This is an optimization exercise on Yosys and OpenROAD, whose aim is small area, a short achievable clock period and few clock cycles, not a production implementation.
Where RTL was checked, it was by simulation tests only, not by an equivalence proof against the original.

==> flow/design.v (excerpt) <==
module kz_imgdigest (
    input  wire         clk,
    input  wire         rst,         
    input  wire         in_valid,
    output wire         in_ready,
    input  wire [35:0]  in_w0,       
    input  wire [35:0]  in_w1,       
    input  wire         in_last,     
    output reg          out_valid,   
    output wire [255:0] digest       
);
Size in the first run: about 6,400 cells after synthesis, about 70,000 µm² of cells after synthesis.
Settings: LEC_CHECK=0, CAP_MARGIN=20, CORE_MARGIN=2, CORE_UTILIZATION=50, SLEW_MARGIN=20, SYNTH_HIERARCHICAL=1; clock period 10.0 ns.
standard.sh (not shown) runs the stock make flow with config.mk's settings and CLKGATE_MAP_FILE= SYNTH_SCRIPT=/design/flow/synth_recipe.tcl, a recipe that flattens the netlist after the stock synthesis.
==> flow/flow/run.sh <==
#!/bin/bash
set -uo pipefail
bash standard.sh \
  "BUFFER_PORTS_ARGS=-buffer_cell sky130_fd_sc_hd__buf_1" \
  "CTS_ARGS=-sink_clustering_enable -repair_clock_nets -dont_use_dummy_load -sink_clustering_size 24 -sink_clustering_max_diameter 80 -buf_list sky130_fd_sc_hd__clkbuf_16" \
  SETUP_SLACK_MARGIN=5.4 \
  finish > standard_make.log 2>&1
The first run ran to the end with no violations.
Testbench counts at the start, summed over its fixed seeds: cycles 98,488.
Edit:
--- a/flow/design.v
+++ b/flow/design.v
@@ -232,23 +232,21 @@
     end
     reg  [31:0] PA;          
     reg  [31:0] PE;          
     wire [31:0] hx  = foldx ? H6 : (prox ? vh : vg);
     wire [31:0] dx  = foldx ? H2 : (prox ? vd : vc);
     wire [31:0] h0s = first ? IV[255:224] : H0;
     wire [31:0] h0m = r62 ? h0s : 32'd0;
     wire [63:0] cp1 = csa(hx, kr, R[15]);
     wire [63:0] cp2 = csa(cp1[31:0], cp1[63:32], h0m);
-    wire [31:0] pan;
-    kz_add32 u_addpa (.a(cp2[31:0]), .b(cp2[63:32]), .s(pan));
+    wire [31:0] pan = cp2[31:0] + cp2[63:32];
     wire [63:0] cq2 = csa(cp1[31:0], cp1[63:32], dx);
-    wire [31:0] pen;
-    kz_add32 u_addpe (.a(cq2[31:0]), .b(cq2[63:32]), .s(pen));
+    wire [31:0] pen = cq2[31:0] + cq2[63:32];
     wire [31:0] h4f = (fold & first) ? IV[127:96] : H4;
     wire [31:0] h4e = fold ? h4f : 32'd0;
     wire [31:0] ch  = (ve & vf) ^ (~ve & vg);
     wire [31:0] s1  = bsig1(ve);
     wire [31:0] s0  = bsig0(va);
     wire [31:0] maj = (va & vb) ^ (va & vc) ^ (vb & vc);
     wire [63:0] ca1 = csa(maj, ch, PA);
     wire [63:0] ca2 = csa(s1, s0, ca1[31:0]);
     wire [63:0] ca3 = csa(ca2[31:0], ca2[63:32], ca1[63:32]);
After rerunning: Die area went down by 2.6%. Wire length went up by about 1.4%. Core utilization went up by 1.1 points. Count of clock-buffer cells in the layout goes up by 4. Via count came out higher by about 1%. Non-clock buffer count grows by 34. Final area fell by about 0.9%. Sequential share of layout area came out higher by 0.37 points. Final cell count goes down by about 2%. Critical path depth drops by 1. First-iteration DRC count came out higher by about 8%.
Testbench counts after the change, summed over its fixed seeds: cycles 98,488.


Another version of the RTL of kz_imgdigest (not shown whole).
Size: ~6500 cells after synthesis, ~330 I/O pins, roughly 72000 um2 of cells after synthesis.
export LEC_CHECK = 0
export CAP_MARGIN = 20
export CORE_MARGIN = 2
export CORE_UTILIZATION = 40
export SETUP_SLACK_MARGIN = 5
export SLEW_MARGIN = 20
export SYNTH_HIERARCHICAL = 1
create_clock -name core_clock -period 10.0 [get_ports {clk}]
run.sh (not shown) runs the stock make flow with config.mk's settings and CLKGATE_MAP_FILE= SYNTH_SCRIPT=/design/flow/synth_recipe.tcl, a recipe that flattens the netlist after the stock synthesis.
Stock flow here: none of the scripts above is used.
Change:
--- a/flow/design.v
+++ b/flow/design.v
@@ -72,16 +72,18 @@
     reg         act;         
     reg         ra;          
     reg  [5:0]  u;           
     reg         nb;          
     reg         fin;         
     reg  [3:0]  sc;          
     reg         fold;        
     reg         pro;         
+    reg         foldx;       
+    reg         prox;        
     reg         r61;         
     reg         r62;         
     reg         first;       
     reg         rq;          
     reg  [95:0] sq;          
     reg  [3:0]  occ;         
     reg         lastin;      
     reg         padded;      
@@ -153,37 +155,42 @@
                 end
             end
         end
         if (ins & lenw) fin_n = 1'b1;
         occ_p = occ;
         if (ins & !padded) occ_p = occ4 ? occ - 4'd4 : 4'd0;
         lastin_n = lastin & !(ins & lenw);
     end
-    assign kidx    = u_n;
+    assign kidx    = u + 6'd1;
     wire occ_n_le3 = (occ_p <= 4'd3);
     wire occ_n_le7 = (occ_p <= 4'd7);
     wire u_n_mid   = (u_n >= 6'd1) & (u_n <= 6'd14);
     wire sure_n    = (sc_n == 4'd0) &
                      (!act_n | (act_n & !ra_n) | (ra_n & u_n_mid) |
                       (ra_n & (u_n == 6'd0) & nb_n) |
                       (ra_n & (u_n == 6'd63) & !fin_n));
     wire rdy_n     = !lastin_n & (occ_n_le3 | (occ_n_le7 & sure_n));
     always @(posedge clk) begin
         if (rst) begin
             act <= 1'b0; ra <= 1'b0; u <= 6'd63; nb <= 1'b0; fin <= 1'b0;
             sc <= 4'd0; out_valid <= 1'b0;
             fold <= 1'b0; pro <= 1'b0; r61 <= 1'b0; r62 <= 1'b0;
+            foldx <= 1'b0; prox <= 1'b0;
             first <= 1'b1;
             occ <= 4'd0; lastin <= 1'b0; padded <= 1'b0; late <= 1'b0;
             bc <= 28'd0; rdy <= 1'b0;
         end else begin
             act <= act_n; ra <= ra_n; u <= u_n; nb <= nb_n; fin <= fin_n;
             sc <= sc_n;
             fold <= ra_n & (u_n == 6'd0);
+            if (!stall) begin
+                foldx <= r62;
+                prox  <= idle & opt;
+            end
             pro  <= act_n & !ra_n;
             r61  <= ra_n & (u_n == 6'd62);
             r62  <= ra_n & (u_n == 6'd63);
             if (fold & !stall) first <= fin;
             out_valid <= fold & !stall & fin;
             rdy <= rdy_n & !acc;
             occ <= acc ? occ_p + 4'd9 : occ_p;
             if (acc) begin
@@ -209,58 +216,55 @@
             end
         end
     end
     always @(posedge clk)
         if (acc) sq <= {sq[23:0], in_w0, in_w1};
     reg [31:0] kr;           
     always @(posedge clk) begin
         rq <= rst;
-        kr <= kt;
+        if (!stall) kr <= kt;
     end
     wire [31:0] wsch = ssig1(R[14]) + R[9] + ssig0(R[1]) + R[0];
     integer i;
     always @(posedge clk) begin
         for (i = 0; i < 15; i = i + 1)
             R[i] <= R[i + 1];
         R[15] <= ins ? mw : (stall ? R[0] : wsch);
     end
     reg  [31:0] PA;          
     reg  [31:0] PE;          
-    wire [31:0] hx  = fold ? H6 : (pro ? vh : vg);
-    wire [31:0] dx  = fold ? H2 : (pro ? vd : vc);
+    wire [31:0] hx  = foldx ? H6 : (prox ? vh : vg);
+    wire [31:0] dx  = foldx ? H2 : (prox ? vd : vc);
     wire [31:0] h0s = first ? IV[255:224] : H0;
     wire [31:0] h0m = r62 ? h0s : 32'd0;
     wire [63:0] cp1 = csa(hx, kr, R[15]);
     wire [63:0] cp2 = csa(cp1[31:0], cp1[63:32], h0m);
-    wire [31:0] pan;
-    kz_add32 u_addpa (.a(cp2[31:0]), .b(cp2[63:32]), .s(pan));
+    wire [31:0] pan = cp2[31:0] + cp2[63:32];
     wire [63:0] cq2 = csa(cp1[31:0], cp1[63:32], dx);
-    wire [31:0] pen;
-    kz_add32 u_addpe (.a(cq2[31:0]), .b(cq2[63:32]), .s(pen));
+    wire [31:0] pen = cq2[31:0] + cq2[63:32];
     wire [31:0] h4f = (fold & first) ? IV[127:96] : H4;
     wire [31:0] h4e = fold ? h4f : 32'd0;
     wire [31:0] ch  = (ve & vf) ^ (~ve & vg);
     wire [31:0] s1  = bsig1(ve);
     wire [31:0] s0  = bsig0(va);
     wire [31:0] maj = (va & vb) ^ (va & vc) ^ (vb & vc);
-    wire [63:0] ca1 = csa(s1, s0, maj);
-    wire [63:0] ca2 = csa(ca1[31:0], ca1[63:32], ch);
-    wire [63:0] ca3 = csa(ca2[31:0], ca2[63:32], PA);
+    wire [63:0] ca1 = csa(maj, ch, PA);
+    wire [63:0] ca2 = csa(s1, s0, ca1[31:0]);
+    wire [63:0] ca3 = csa(ca2[31:0], ca2[63:32], ca1[63:32]);
     wire [31:0] an;
     kz_add32 u_adda (.a(ca3[31:0]), .b(ca3[63:32]), .s(an));
-    wire [63:0] ce1 = csa(s1, ch, PE);
-    wire [63:0] ce2 = csa(ce1[31:0], ce1[63:32], h4e);
+    wire [63:0] ce1 = csa(ch, PE, h4e);
+    wire [63:0] ce2 = csa(s1, ce1[31:0], ce1[63:32]);
     wire [31:0] en;
     kz_add32 u_adde (.a(ce2[31:0]), .b(ce2[63:32]), .s(en));
     wire [31:0] iva = r61 ? IV[159:128] : (r62 ? IV[191:160] : IV[223:192]);
     wire [31:0] ive = r61 ? IV[31:0]    : (r62 ? IV[63:32]   : IV[95:64]);
-    wire [31:0] sa, se;
-    kz_add32 u_adds (.a(first ? iva : H3), .b(va), .s(sa));
-    kz_add32 u_addt (.a(first ? ive : H7), .b(ve), .s(se));
+    wire [31:0] sa  = (first ? iva : H3) + va;
+    wire [31:0] se  = (first ? ive : H7) + ve;
     wire        hen = (r61 | r62 | fold) & !stall;
     wire [255:0] rn = fold ? {an, sa, H1, H2, en, se, H5, H6}
                            : {an, va, vb, vc, en, ve, vf, vg};
     wire         ld = ini;
     always @(posedge clk) begin
         if (!stall) begin
             PA <= pan;
             PE <= pen;
After rerunning: Cell area goes down by 1.9%. Maximum frequency drops by 1.8%. Worst setup slack got worse by 0.089 ns. Synthesized area decreases by 4.2%. Global-route usage decreases by 0.11 points. Hold slack gains 0.0071 ns. Register-to-register slack degrades by 0.09 ns.
Testbench counts after the change, summed over its fixed seeds: cycles 98,488.
Function not checked in the first run of this note: the RTL went through the layout flow alone.


kz_imgdigest with an RTL version that a note above also has.
Size: about 6300 cells after synthesis, roughly 330 I/O pins, roughly 69000 um2 of cells after synthesis.
Settings: LEC_CHECK=0, CAP_MARGIN=20, CORE_MARGIN=2, CORE_UTILIZATION=50, CTS_BUF_LIST=sky130_fd_sc_hd__clkbuf_16, CTS_CLUSTER_DIAMETER=70, CTS_CLUSTER_SIZE=20, SLEW_MARGIN=20, SYNTH_HIERARCHICAL=1; clock period 10.0 ns.
standard.sh (not shown) runs the stock make flow with config.mk's settings and CLKGATE_MAP_FILE= SYNTH_SCRIPT=/design/flow/synth_recipe.tcl, a recipe that flattens the netlist after the stock synthesis.
==> flow/flow/run.sh <==
#!/bin/bash
set -uo pipefail
bash standard.sh \
  "BUFFER_PORTS_ARGS=-buffer_cell sky130_fd_sc_hd__buf_2" \
  "CTS_ARGS=-sink_clustering_enable -repair_clock_nets -dont_use_dummy_load -sink_clustering_size 20 -sink_clustering_max_diameter 70 -buf_list sky130_fd_sc_hd__clkbuf_16" \
  SETUP_SLACK_MARGIN=5.4 \
  finish > standard_make.log 2>&1
The starting point completed with no timing, DRC or antenna violations.
Testbench counts at the start, summed over its fixed seeds: cycles 98,488.
Then changed:
--- a/flow/design.v
+++ b/flow/design.v
@@ -73,19 +73,20 @@
     reg         ra;          
     reg  [5:0]  u;           
     reg         nb;          
     reg         fin;         
     reg  [3:0]  sc;          
     reg         fold;        
     reg         pro;         
-    reg         foldx;       
-    reg         prox;        
+    reg  [3:0]  foldx;
+    reg  [3:0]  prox;
     reg         r61;         
     reg         r62;         
     reg         first;       
+    reg         first1, first2;    
     reg         rq;          
     reg  [95:0] sq;          
     reg  [3:0]  occ;         
     reg         lastin;      
     reg         padded;      
     reg         late;        
     reg  [27:0] bc;          
@@ -170,26 +171,29 @@
                       (ra_n & (u_n == 6'd63) & !fin_n));
     wire rdy_n     = !lastin_n & (occ_n_le3 | (occ_n_le7 & sure_n));
     always @(posedge clk) begin
         if (rst) begin
             act <= 1'b0; ra <= 1'b0; u <= 6'd63; nb <= 1'b0; fin <= 1'b0;
             sc <= 4'd0; out_valid <= 1'b0;
             fold <= 1'b0; pro <= 1'b0; r61 <= 1'b0; r62 <= 1'b0;
-            foldx <= 1'b0; prox <= 1'b0;
+            foldx[0] <= 1'b0; prox[0] <= 1'b0;
+            foldx[2] <= 1'b0; prox[2] <= 1'b0;
             first <= 1'b1;
             occ <= 4'd0; lastin <= 1'b0; padded <= 1'b0; late <= 1'b0;
             bc <= 28'd0; rdy <= 1'b0;
         end else begin
             act <= act_n; ra <= ra_n; u <= u_n; nb <= nb_n; fin <= fin_n;
             sc <= sc_n;
             fold <= ra_n & (u_n == 6'd0);
             if (!stall) begin
-                foldx <= r62;
-                prox  <= idle & opt;
+                foldx[0] <= r62;
+                prox[0]  <= idle & opt;
             end
+            foldx[2] <= ra & (stall ? uz : u63);
+            prox[2]  <= stall ? pro : (idle & opt);
             pro  <= act_n & !ra_n;
             r61  <= ra_n & (u_n == 6'd62);
             r62  <= ra_n & (u_n == 6'd63);
             if (fold & !stall) first <= fin;
             out_valid <= fold & !stall & fin;
             rdy <= rdy_n & !acc;
             occ <= acc ? occ_p + 4'd9 : occ_p;
@@ -214,38 +218,63 @@
                     late   <= 1'b0;
                 end
             end
         end
     end
     always @(posedge clk)
         if (acc) sq <= {sq[23:0], in_w0, in_w1};
+    always @(posedge clk) begin
+        if (!stall) begin
+            foldx[1] <= r62;
+            prox[1]  <= idle & opt;
+        end
+        foldx[3] <= ra & (stall ? uz : u63);
+        prox[3]  <= stall ? pro : (idle & opt);
+    end
     reg [31:0] kr;           
     always @(posedge clk) begin
         rq <= rst;
         if (!stall) kr <= kt;
+        if (rq)
+            first1 <= 1'b1;
+        else if (fold & !stall)
+            first1 <= fin;
+        if (rst | rq)
+            first2 <= 1'b1;
+        else if (fold & !stall)
+            first2 <= fin;
     end
-    wire [31:0] wsch = ssig1(R[14]) + R[9] + ssig0(R[1]) + R[0];
+    wire [63:0] cw1  = csa(R[0], R[9], ssig0(R[1]));
+    wire [63:0] cw2  = csa(cw1[31:0], cw1[63:32], ssig1(R[14]));
+    wire [31:0] wsch;
+    kz_add32 u_addw (.a(cw2[31:0]), .b(cw2[63:32]), .s(wsch));
     integer i;
     always @(posedge clk) begin
         for (i = 0; i < 15; i = i + 1)
             R[i] <= R[i + 1];
         R[15] <= ins ? mw : (stall ? R[0] : wsch);
     end
     reg  [31:0] PA;          
     reg  [31:0] PE;          
-    wire [31:0] hx  = foldx ? H6 : (prox ? vh : vg);
-    wire [31:0] dx  = foldx ? H2 : (prox ? vd : vc);
-    wire [31:0] h0s = first ? IV[255:224] : H0;
+    reg  [31:0] hx, dx;
+    integer j;
+    always @* begin
+        for (j = 0; j < 32; j = j + 1) begin
+            hx[j] = foldx[j / 8] ? H6[j] : (prox[j / 8] ? vh[j] : vg[j]);
+            dx[j] = foldx[j / 8] ? H2[j] : (prox[j / 8] ? vd[j] : vc[j]);
+        end
+    end
+    wire [31:0] h0s = first1 ? IV[255:224] : H0;
     wire [31:0] h0m = r62 ? h0s : 32'd0;
     wire [63:0] cp1 = csa(hx, kr, R[15]);
     wire [63:0] cp2 = csa(cp1[31:0], cp1[63:32], h0m);
     wire [31:0] pan = cp2[31:0] + cp2[63:32];
     wire [63:0] cq2 = csa(cp1[31:0], cp1[63:32], dx);
     wire [31:0] pen = cq2[31:0] + cq2[63:32];
-    wire [31:0] h4f = (fold & first) ? IV[127:96] : H4;
+    wire [31:0] h4f = (fold & first1) ? IV[127:96] : H4;
     wire [31:0] h4e = fold ? h4f : 32'd0;
     wire [31:0] ch  = (ve & vf) ^ (~ve & vg);
     wire [31:0] s1  = bsig1(ve);
     wire [31:0] s0  = bsig0(va);
     wire [31:0] maj = (va & vb) ^ (va & vc) ^ (vb & vc);
     wire [63:0] ca1 = csa(maj, ch, PA);
     wire [63:0] ca2 = csa(s1, s0, ca1[31:0]);
@@ -255,15 +284,15 @@
     wire [63:0] ce1 = csa(ch, PE, h4e);
     wire [63:0] ce2 = csa(s1, ce1[31:0], ce1[63:32]);
     wire [31:0] en;
     kz_add32 u_adde (.a(ce2[31:0]), .b(ce2[63:32]), .s(en));
     wire [31:0] iva = r61 ? IV[159:128] : (r62 ? IV[191:160] : IV[223:192]);
     wire [31:0] ive = r61 ? IV[31:0]    : (r62 ? IV[63:32]   : IV[95:64]);
     wire [31:0] sa  = (first ? iva : H3) + va;
-    wire [31:0] se  = (first ? ive : H7) + ve;
+    wire [31:0] se  = (first2 ? ive : H7) + ve;
     wire        hen = (r61 | r62 | fold) & !stall;
     wire [255:0] rn = fold ? {an, sa, H1, H2, en, se, H5, H6}
                            : {an, va, vb, vc, en, ve, vf, vg};
     wire         ld = ini;
     always @(posedge clk) begin
         if (!stall) begin
             PA <= pan;
Effect: Register-to-register slack got worse by 40 ps; cell count is higher by 1.4%; setup slack got worse by 38 ps; global-route usage is lower by 2.0 points; first-iteration DRC count is lower by 13%; design area is higher by 1.0%; critical path depth is higher by 1; synthesized cell count is higher by about 2%.
No functional check of the RTL was part of the second run of this note.

what the ideal ports hide:
The results above use ideal ports. As a check the final layouts listed here were re-extracted and re-timed, cells and wires unchanged.
Step 1 (the two cells are an assumption about what drives the block):
set clk [get_ports {clk}]
set_driving_cell -lib_cell sky130_fd_sc_hd__clkbuf_16 $clk
set_driving_cell -lib_cell sky130_fd_sc_hd__buf_2 [delete_from_list [all_inputs] $clk]
Step 2 times the ports against the registers' clock, not the clock port: input delays grow and output delays shrink by t, the midpoint of the rising clock arrivals with the driver on.
Three values: no drivers, after step 1, after step 2; two values: the first two.
| run | shift t [ns] | setup slack, ns | worst setup path after step 2 | latest minus earliest clock arrival (ns) | pins driven straight from the clock port |
|---|---|---|---|---|---|
| the first run of note 1 | 0.775 | 5.390 / 5.390 / 5.390 | register to register | 0.140 / 0.140 | 1 |
| the second run of note 1 | 0.772 | 5.364 / 5.364 / 5.364 | register to register | 0.112 / 0.112 | 1 |
| the first run of note 2 | 0.881 | 5.017 / 5.017 / 4.778 | input to register | 0.057 / 0.057 | 1 |
| the second run of note 2 | 0.886 | 4.927 / 4.927 / 4.927 | register to register | 0.036 / 0.036 | 1 |
| the first run of note 3 | 0.784 | 5.350 / 5.350 / 5.350 | register to register | 0.118 / 0.118 | 1 |
| the second run of note 3 | 0.794 | 5.313 / 5.313 / 5.313 | register to register | 0.127 / 0.126 | 1 |
After both steps every run listed still meets setup and hold. For the first run of note 2, which loses most, drivers alone change the setup slack by 0.000 ns; drivers and shift together by -0.239 ns.
